Background: an optimization exercise with open tools, aiming at small area. Do not read the settings as production practice.
The RTL was checked by simulation tests, not by an equivalence proof against the original design.
Power figures rest on the tool's default switching activity, not on a simulated workload.

==> flow/design.v (excerpt) <==
module qe_unit (
    input  wire        clk,
    input  wire        rst_n,         
    input  wire        qa,
    input  wire        qb,
    input  wire        qz,
    input  wire        tick_ms,
    input  wire        confirm,
    input  wire [4:0]  confirm_pair,
    input  wire        wr_en,
    input  wire [4:0]  wr_addr,
    input  wire [31:0] wr_data,
    input  wire [4:0]  rd_addr,
    output reg  [31:0] rd_data,
    output wire [7:0]  win_h,
    output reg         ev_uncertain,
    output reg         ev_referenced,
    output reg         ev_refused
);
    localparam [2:0] C_NONE = 3'd0, C_NOREF = 3'd1, C_ILLEGAL = 3'd2,
                     C_OVERSPEED = 3'd3, C_MISMATCH = 3'd4, C_RANGE = 3'd5,
                     C_DISABLED = 3'd6;
    wire rst = !rst_n;
    genvar i, r, w;
    reg               cfg_dir;
    reg  [1:0]        cfg_ref_mode;
    reg               cfg_zgate;
    reg  [3:0]        cfg_flt;
    reg  [4:0]        cfg_ref_pair;
    reg  [7:0]        cfg_still_t;
    reg               cfg_en;
    reg  [31:0]       ref_pos;
    reg  [7:0]        still_band;
    reg  [7:0]        ztol;
    reg  [31:0]       win_start [0:7];
    reg  [31:0]       win_ctl   [0:7];
    reg  [31:0]       pos;
    reg  [31:0]       zpos;
    reg  [8:0]        delta;         
    reg               illegal_flag;
    reg               still;
    reg  [7:0]        still_cnt;
    reg               ref_armed;
    reg  [13:0]       arm_cnt;
    reg  [2:0]        cause;
    reg               rf_set;        
    reg               rf_lsb;        
    reg               wr_ign;
    reg  [15:0]       illegal_cnt;
    reg  [15:0]       refs;
    reg  [6:0]        age_a, age_b;     
    reg               fresh;
    wire referenced = (cause == C_NONE);
    reg  [2:0] flt_q;             
    reg  [3:0] flt_cnt [0:2];
  ...
Settings: LEC_CHECK=0, CAP_MARGIN=5, CORE_MARGIN=2, CORE_UTILIZATION=40, CTS_BUF_LIST=sky130_fd_sc_hd__clkbuf_16, CTS_CLUSTER_DIAMETER=90, CTS_CLUSTER_SIZE=27, SLEW_MARGIN=5; clock period 10.0 ns.
standard.sh (not shown) runs the stock make flow with config.mk's settings and CLKGATE_MAP_FILE= SYNTH_SCRIPT=/design/flow/synth_recipe.tcl, a recipe that flattens the netlist after the stock synthesis.
==> flow/flow/run.sh <==
#!/bin/bash
# Layout flow: the standard layout (standard.sh, which runs the standard
# synthesis unchanged), with two changes to how the layout is made:
#  - the port buffers are the smallest buffer cell (buffer_ports -buffer_cell);
#  - the clock tree is built without dummy loads.
# make's full output goes to standard.log here; ORFS keeps each step's log
# under orfs/logs/.
set -euo pipefail
export BUFFER_PORTS_ARGS="-buffer_cell sky130_fd_sc_hd__buf_1"
export CTS_ARGS="-sink_clustering_enable -repair_clock_nets -sink_clustering_size 27 -sink_clustering_max_diameter 90 -buf_list sky130_fd_sc_hd__clkbuf_16 -dont_use_dummy_load"
if ! bash standard.sh > standard.log 2>&1; then
    tail -n 40 standard.log
    exit 1
fi
tail -n 5 standard.log
Change:
--- a/flow/config.mk
+++ b/flow/config.mk
@@ -7,3 +7,3 @@
 export LEC_CHECK = 0
-export CAP_MARGIN = 5
+export CAP_MARGIN = 10
 export CORE_MARGIN = 2
@@ -13,2 +13,3 @@
 export CTS_CLUSTER_SIZE = 27
-export SLEW_MARGIN = 5
+export PLACE_DENSITY = 0.8
+export SLEW_MARGIN = 10
=> The new run completed without violations; synthesized cell count stays the same; combinational power hardly moves; routed wire length falls by a few percent; sequential share of layout area grows by 0.14 points.

lane 1:
Another version of the RTL of qe_unit (not shown whole).
Size in the first run: about 3800 cells after synthesis, ~790 flip-flops, about 98 I/O pins, about 47000 um^2 of cells after synthesis.
Design qe_unit, start of the top module:
module qe_unit (
    input  wire        clk,
    input  wire        rst_n,         
    input  wire        qa,
    input  wire        qb,
    input  wire        qz,
    input  wire        tick_ms,
    input  wire        confirm,
    input  wire [4:0]  confirm_pair,
    input  wire        wr_en,
    input  wire [4:0]  wr_addr,
    input  wire [31:0] wr_data,
    input  wire [4:0]  rd_addr,
    output reg  [31:0] rd_data,
    output wire [7:0]  win_h,
    output reg         ev_uncertain,
    output reg         ev_referenced,
    output reg         ev_refused
);
Settings: LEC_CHECK=0, CAP_MARGIN=40, CORE_MARGIN=2, CORE_UTILIZATION=40, CTS_BUF_LIST=sky130_fd_sc_hd__clkbuf_16, CTS_CLUSTER_DIAMETER=80, CTS_CLUSTER_SIZE=22, SLEW_MARGIN=30; clock period 10.0 ns.
==> flow/flow/run.sh <==
#!/bin/bash
# Layout flow: the standard layout (standard.sh, which runs the standard
# synthesis unchanged), with two changes to how the layout is made:
#  - the port buffers are the smallest buffer cell (buffer_ports -buffer_cell);
#  - the clock tree is built without dummy loads.
# make's full output goes to standard.log here; ORFS keeps each step's log
# under orfs/logs/.
set -euo pipefail
export BUFFER_PORTS_ARGS="-buffer_cell sky130_fd_sc_hd__buf_1"
export CTS_ARGS="-sink_clustering_enable -repair_clock_nets -sink_clustering_size 22 -sink_clustering_max_diameter 80 -buf_list sky130_fd_sc_hd__clkbuf_16 -dont_use_dummy_load"
if ! bash standard.sh > standard.log 2>&1; then
    tail -n 40 standard.log
    exit 1
fi
tail -n 5 standard.log
Lane 1 completed every stage of the flow, and the final layout passed the timing, DRC and antenna checks.
Changes in lane 2 relative to lane 1:
--- a/flow/config.mk
+++ b/flow/config.mk
@@ -6,5 +6,5 @@
 export NUM_CORES = 4
 export LEC_CHECK = 0
-export CAP_MARGIN = 40
+export CAP_MARGIN = 10
 export CORE_MARGIN = 2
 export CORE_UTILIZATION = 40
@@ -12,3 +12,3 @@
 export CTS_CLUSTER_DIAMETER = 80
 export CTS_CLUSTER_SIZE = 22
-export SLEW_MARGIN = 30
+export SLEW_MARGIN = 10
### Flow results
Every run (lane 2 and lane 1) finished clean. Relative to lane 1, total number of vias has gone down in lane 2. Number of cells on the worst hold path in lane 2 vs lane 1: up 1. As of lane 2, placed cell area had fallen slightly compared to lane 1. Routed wire length (lane 2 vs. lane 1) decreases slightly.

[port drivers added, routing unchanged]
No port has a modelled driver above. Below, the same layouts with a new extraction and two added sets of constraints. Step 1: set_driving_cell puts a clkbuf_16 on clk and a buf_2 on each other input, an assumption about the parent block. Step 2 adds t to the input delays and takes it off the output delays; t is the mean of the earliest and latest rising clock arrival at the registers after step 1. Input paths then give back, and output paths get back, about the clock's delay inside the block. Three values: no drivers, after step 1, after step 2; two values: the first two.
run	t, ns	slack for setup (ns)	worst hold slack (ns)	worst setup path at the end	clock arrival spread, ns
the first run of note 1	0.732	0.870 / 0.870 / 0.870	0.400 / 0.400 / 0.400	register to register	0.095 / 0.095
the second run of note 1	0.700	0.363 / 0.363 / 0.363	0.419 / 0.419 / 0.419	register to register	0.105 / 0.106
lane 1	0.750	0.641 / 0.641 / 0.641	0.445 / 0.445 / 0.445	register to register	0.111 / 0.111
lane 2	0.749	0.347 / 0.347 / 0.347	0.443 / 0.443 / 0.443	register to register	0.100 / 0.100
After both steps every run listed still meets setup and hold.
